What follows belongs to an exercise in optimizing a design on an open flow for small area, a short achievable clock period and few clock cycles per item; a production flow would make more cautious choices.
In this exercise RTL edits were held to simulation tests only and were not proved equivalent to the original.

==> flow/design.v <==
module bsn_law (
    input             clk,
    input             rst,
    input             start,
    input      [3:0]  law_type,
    input             manual,
    input             track_en,
    input      [31:0] track,
    input      [31:0] x0,
    input      [31:0] x1,
    input      [31:0] x2,
    input      [31:0] x3,
    input      [31:0] c0,
    input      [31:0] c1,
    input      [31:0] c2,
    input      [31:0] c3,
    input      [31:0] c4,
    input      [5:0]  sh0,
    input      [5:0]  sh1,
    input      [5:0]  sh2,
    input      [5:0]  sh3,
    input      [5:0]  sh4,
    input      [31:0] s0,
    input      [31:0] s1,
    input      [31:0] s2,
    input      [31:0] s3,
    input      [31:0] outhi,
    input      [31:0] outlo,
    input      [31:0] manval,
    output reg        done,
    output reg [31:0] outv,
    output reg [31:0] ns0,
    output reg [31:0] ns1,
    output reg [31:0] ns2,
    output reg [31:0] ns3,
    output            sat_acc,
    output            sat_out,
    output            lim_hi,
    output            lim_lo
);
    localparam [3:0] T_LEADLAG = 4'h2;
    localparam [3:0] T_FILTER2 = 4'h3;
    localparam [3:0] T_RATELIM = 4'h4;
    localparam [3:0] T_SUM     = 4'h6;
    localparam signed [71:0] ACC_MAX = {1'b0, {71{1'b1}}};
    localparam signed [71:0] ACC_MIN = {1'b1, {71{1'b0}}};
    wire is_ll  = (law_type == T_LEADLAG);
    wire is_f2  = (law_type == T_FILTER2);
    wire is_rl  = (law_type == T_RATELIM);
    wire is_sum = (law_type == T_SUM);
    wire tracking = track_en & ~manual;
    reg        busy;        
    reg [2:0]  k;           
    reg signed [71:0] acc;
    reg        satf;
    wire prodlaw = (is_ll | is_f2 | is_sum) & ~manual;
    wire [2:0] kk = busy ? k : 3'd0;
    wire last = (k == (is_ll ? 3'd2 : is_sum ? 3'd3 : 3'd4));
    reg [31:0] opm, opc;
    reg [5:0]  opsh;
    always @(*) begin
        case (kk)
            3'd0: begin opc = c0; opsh = sh0; opm = x0; end
            3'd1: begin opc = c1; opsh = sh1; opm = is_sum ? x1 : s0; end
            3'd2: begin opc = c2; opsh = sh2; opm = is_sum ? x2 : s1; end
            3'd3: begin opc = c3; opsh = sh3; opm = is_sum ? x3 : s2; end
            default: begin opc = c4; opsh = sh4; opm = s3; end
        endcase
    end
    wire opneg = is_f2 & (kk[2] | (kk[1] & kk[0]));    
    wire signed [63:0] prod = $signed(opm) * $signed(opc);
    wire signed [87:0] p88  = {prod, 24'd0};
    wire signed [87:0] al   = p88 >>> opsh;
    wire [72:0] a73 = al[72:0];
    wire [63:48] fits;
    genvar gi;
    generate
        for (gi = 48; gi < 64; gi = gi + 1) begin : g_fit
            assign fits[gi] = (prod[63:gi] == {(64-gi){prod[63]}});
        end
    endgenerate
    wire big = (opsh <= 6'd14) & ~fits[6'd48 + opsh];
    wire [73:0] t74  = {a73[72], a73} ^ {74{opneg}};
    wire [71:0] accin = busy ? acc : 72'd0;
    wire [73:0] sum74 = {{2{accin[71]}}, accin} + t74 + {73'd0, opneg};
    wire ovf   = ~((sum74[73:71] == 3'b000) | (sum74[73:71] == 3'b111));
    wire tneg  = prod[63] ^ opneg;
    wire s_pos = big ? ~tneg : (ovf & ~sum74[73]);
    wire s_neg = big ?  tneg : (ovf &  sum74[73]);
    wire [71:0] accnext = s_pos ? ACC_MAX : s_neg ? ACC_MIN : sum74[71:0];
    wire signed [33:0] rl_diff = $signed({{2{x0[31]}}, x0}) - $signed({{2{s0[31]}}, s0});
    wire signed [33:0] rl_rise = $signed({{2{c0[31]}}, c0});
    wire signed [33:0] rl_fall = -$signed({{2{c1[31]}}, c1});
    wire signed [33:0] rl_min  = (rl_diff > rl_rise) ? rl_rise : rl_diff;
    wire signed [33:0] rl_step = (rl_min < rl_fall) ? rl_fall : rl_min;
    wire signed [33:0] rl_sum  = $signed({{2{s0[31]}}, s0}) + rl_step;
    wire [47:0] ld_q = manual   ? {{16{manval[31]}}, manval} :
                       track_en ? {{16{track[31]}}, track} :
                                  {{14{rl_sum[33]}}, rl_sum};
    always @(posedge clk) begin
        if (rst) begin
            busy <= 1'b0;
            done <= 1'b0;
        end else begin
            done <= 1'b0;
            if (start) begin
                if (prodlaw) begin
                    busy <= 1'b1;
                end else begin
                    done <= 1'b1;
                end
            end else if (busy & last) begin
                busy <= 1'b0;
                done <= 1'b1;
            end
        end
    end
    always @(posedge clk) begin
        k <= kk + 3'd1;
        if (start & ~prodlaw) begin
            acc  <= {ld_q, 24'd0};
            satf <= 1'b0;
        end else begin
            if (busy & last & track_en)
                acc <= {{16{track[31]}}, track, 24'd0};
            else
                acc <= accnext;
            satf <= (busy & satf) | s_pos | s_neg;
        end
    end
    wire signed [47:0] uq = acc[71:24];
    wire        [23:0] uf = acc[23:0];
    wire signed [47:0] hi48 = {{16{outhi[31]}}, outhi};
    wire signed [47:0] lo48 = {{16{outlo[31]}}, outlo};
    wire gt_hi    = (uq > hi48) | ((uq == hi48) & (|uf));
    wire lt_lo    = (uq < lo48);
    wire eq_lo    = (uq == lo48) & ~(|uf);
    wire hi_lt_lo = ($signed(outhi) < $signed(outlo));
    wire sel_hi   = gt_hi & ~hi_lt_lo;
    wire sel_lo   = gt_hi ? hi_lt_lo : lt_lo;
    wire rnd_up   = uf[23] & ((|uf[22:0]) | uq[0]);
    wire [31:0] rv = uq[31:0] + {31'd0, rnd_up};
    assign sat_acc = satf;
    assign sat_out = sel_hi | (sel_lo & ~eq_lo);
    always @(*) begin
        outv = sel_lo ? outlo : sel_hi ? outhi : rv;
        ns0 = 32'd0; ns1 = 32'd0; ns2 = 32'd0; ns3 = 32'd0;
        if (is_ll) begin
            ns0 = x0; ns1 = outv;
        end else if (is_f2) begin
            ns0 = x0; ns1 = s0; ns2 = outv; ns3 = tracking ? outv : s2;
        end else if (is_rl) begin
            ns0 = outv;
        end
    end
    assign lim_hi = (outv == outhi);
    assign lim_lo = (outv == outlo);
endmodule
==> flow/run.sh <==
#!/bin/bash
# synth_recipe.tcl (not shown) runs the flow's synth.tcl, then flattens the netlist and writes it again
# the make line also repeats each setting of config.mk as NAME=value (left out here)
make -C /OpenROAD-flow-scripts/flow DESIGN_CONFIG=/design/flow/config.mk WORK_HOME=/design/flow/orfs CLKGATE_MAP_FILE= SYNTH_SCRIPT=/design/flow/synth_recipe.tcl finish
==> flow/config.mk <==
export PLATFORM = sky130hd
export DESIGN_NAME = bsn_law
export DESIGN_NICKNAME = bsn_law
export VERILOG_FILES = /design/flow/design.v
export SDC_FILE = /design/flow/constraint.sdc
export NUM_CORES = 4
export LEC_CHECK = 0
export CAP_MARGIN = 20
export CORE_MARGIN = 2
export CORE_UTILIZATION = 40
export SLEW_MARGIN = 20
==> flow/constraint.sdc <==
create_clock -name core_clock -period 25.0 [get_ports {clk}]
set_input_delay 5.0000 -clock core_clock [delete_from_list [all_inputs] [get_ports {clk}]]
set_output_delay 5.0000 -clock core_clock [all_outputs]
set_load 0.01 [all_outputs]
==> impl_metrics.json <==
{
  "status": "complete, no violations",
  "grt_pass1_vias": 65786,
  "yosysWarnings": 1,
  "grt.total_usage_pct": 41.5,
  "finalHoldViolations": 0,
  "required_ns": 25.27,
  "wl_um": 357000,
  "cts_root_buffer": "clkbuf_16",
  "die_x_um": 410,
  "drt-initial-drc-count": 7726,
  "hold_buffers": 0,
  "gp_congestion": 1.10,
  "clkSinkCount": 78,
  "cp_slowest_cell": "fa_1",
  "synth_nets": 10643,
  "clk_pin_slew_ns": 0.08,
  "critPathArrivalTime_ns": 23.21,
  "detail-route-antenna-nets": 0,
  "area_growth_pct": 15.5,
  "layout_common_cells": "inv_1 (1,131), fa_1 (1,085), nor2_1 (939), nand2_1 (912), clkdlybuf4s50_1 (746)",
  "insertion_delay_ns": 0.38,
  "tns_ns": 0,
  "drt_pre_antenna_iters": 8,
  "synth_area_um2": 65800,
  "dp_cells": 11033,
  "viasPerCell": 6.08,
  "hp-class": "reg2reg",
  "post_cts.resized_instances": 0,
  "cts_max_level": 3,
  "fin_nets": 11062,
  "seq_area_um2": 1560,
  "rsz0062_at_grt": "false",
  "netlist.area_leader.share_pct": 33.0,
  "end_kind": "flip-flop",
  "coreArea_um2": 163000,
  "num_vias": 67423,
  "grt_first_pass_wirelength_um": 495000,
  "clk_path_buf_depth": 2,
  "synth-main-ff-cell": "dfxtp_1",
  "dpl.hpwl_um": 300000,
  "drc_errors": 0,
  "cts_setup_buffers": 0,
  "slowest_delay_ns": 0.95,
  "fillCellCount": 16393,
  "synth_seq_area_share_pct": 2.37,
  "setup_viol": 0,
  "slew-limit-headroom_pct": 16.4,
  "synth_top_cell_by_area": "fa_1",
  "route.detailed.wl_per_inst_um": 32.2,
  "fin_crit_sh_pct": 91.7,
  "portBuffers": 747,
  "layout_commonest_cell": "inv_1",
  "initial_core_util_pct": 40.4,
  "fin_crit_ns": 22.94,
  "worst-setup-path-type": "in2reg",
  "fmax_mhz": 43.6,
  "skew_ns": 0.0181,
  "grt_max_degree": 126,
  "final_cells": 11083,
  "cts_made_buffers": 9,
  "die_area_um2": 168000,
  "drive_above_1_share_pct": 4.85,
  "start_kind": "input pin",
  "crit_top_cell": "fa_1",
  "chipHeight_um": 410,
  "synthArstFlopShare_pct": 0,
  "maxCapViolCount": 0,
  "drv_slew": 0,
  "multi_input_area_um2": 58600,
  "grt.overflow.total": 0,
  "tightestPinTransition_ns": 1.25,
  "avgSynthCellArea_um2": 7.79,
  "antenna_found_initial": 55,
  "synth-edff-count": 0,
  "cts_tree": "done",
  "syn_inst": 8451,
  "io_pins": 748,
  "ys_types": 103,
  "ys_ff_latch": 78,
  "synthTopCellsByArea": "fa_1 (33%), ha_1 (10%), inv_1 (6.5%), nor2_1 (5.5%), nand2_1 (5.2%)",
  "cp_max_fo": 56,
  "num_rows": 148
}
[path summary, 6_finish.rpt]
kind              cells past startpoint       to  slack [ns]   startpoint
setup / recovery                     53  acc[60]        2.06  law_type[2]
hold / removal                        2     satf        0.57         satf
setup reg to reg                     56  acc[60]        5.92         busy
hold reg to reg                       2     satf        0.57         satf
[through the flow]
stage / setup WS, ns / util [%] / hold WS [ns] / cell area [um^2]
final: 2.06 / 46.6 / 0.566 / 76100
after detailed placement: 2.02 / 46.4 / 0.566 / 75700
after global placement: 2.35 / 46.4 / 0.550 / 75600
after global routing: 0.967 / 46.6 / 0.595 / 76100
after CTS: 2.35 / 46.6 / 0.578 / 76000
after floorplan: 4.87 / - / 0.456 / 65800
[registers in the layout, summed over array words and instances (netlist names)]
signal and cells:
acc 72, busy 1, done 1, k 3, satf 1
[final cells by class]
class,instances,area share (%)
well taps,2175,3.58
multi-input cells,6753,77.0
inverters,1135,5.61
repair buffers,893,11.3
diodes,33,0.109
flip-flops and latches,78,2.05
clock inverters,7,0.0839
clock buffers,9,0.296
[metal layers]
| layer | routed length (um) | vias up | GRT usage [%] |
|---|---|---|---|
| met5 | 301 | - | 0.546 |
| met4 | 31300 | 28 | 30.1 |
| met3 | 34900 | 944 | 9.41 |
| met2 | 157000 | 4110 | 63.5 |
| met1 | 134000 | 33445 | 51.2 |
| li1 | - | 28896 | - |
[critical path: cells and delay by family]
| family | cells | cell delay [ns] |
|---|---|---|
| AND/OR/NAND/NOR | 11 | 3.48 |
| multiplexers | 1 | 0.49 |
| adder cells (fa/ha/maj) | 10 | 5.32 |
| AO/OA/AOI/OAI | 23 | 6.00 |
| buffers and inverters | 6 | 2.35 |
| XOR/XNOR | 2 | 0.43 |
[cell families (layout without fill, tap and decap cells)]
family          after synthesis  in the layout  share of synthesized area [%]
fa+ha+maj                  1609           1609                           42.9
other cells                   0             33                              0
compound gates             1834           1834                           18.4
mux                         268            268                           4.31
simple gates               2717           2717                           18.3
buf+inv                    1620           2044                           9.33
flops                        78             78                           2.37
xor+xnor                    325            325                           4.32
[synth_stat cells (34+ instances only)]
| cell type | n |
|---|---|
| nor4_1 | 37 |
| o21bai_1 | 38 |
| nand4_1 | 99 |
| nand2_1 | 915 |
| o22ai_1 | 54 |
| nor3_1 | 101 |
| and2_1 | 128 |
| o211ai_1 | 59 |
| inv_1 | 1132 |
| a22oi_1 | 122 |
| a21o_1 | 208 |
| xnor2_1 | 212 |
| o2111a_1 | 34 |
| o21a_1 | 88 |
| a31oi_1 | 42 |
| and3_1 | 36 |
| or2_2 | 50 |
| dfxtp_1 | 78 |
| nor2b_1 | 42 |
| mux2_2 | 94 |
| a211oi_1 | 59 |
| xor2_1 | 113 |
| or3_1 | 61 |
| ha_1 | 524 |
| o21ai_0 | 379 |
| nand2b_1 | 61 |
| nand3_1 | 165 |
| a21oi_1 | 438 |
| fa_1 | 1085 |
| clkbuf_1 | 407 |
| mux2i_1 | 171 |
| nor2_1 | 966 |
| buf_1 | 44 |
Testbench counts, summed over its fixed seeds: cycles 52,398, items 12,000.

[what the ideal ports hide]
How much do the figures lean on ideal ports? The routed layout below was timed once more, with nothing changed but the port constraints. Step 1 (the two cells are an assumption about what drives the block):
set clk [get_ports {clk}]
set_driving_cell -lib_cell sky130_fd_sc_hd__clkbuf_16 $clk
set_driving_cell -lib_cell sky130_fd_sc_hd__buf_2 [delete_from_list [all_inputs] $clk]
Step 2, shift: input delay + t, output delay - t, t = (earliest + latest rising clock arrival at the registers) / 2. This alone moves slack from input paths to output paths. a / b / c = ideal ports / drivers / drivers and shift; a / b = the first two.
t, ns: 0.407
setup WS [ns]: 2.064 / 2.072 / 1.665
worst slew at a driven data input, ns: 0.30
After both steps this run still meets setup and hold. The setup slack of this run moves by +0.008 ns with the drivers and by -0.399 ns with both steps.
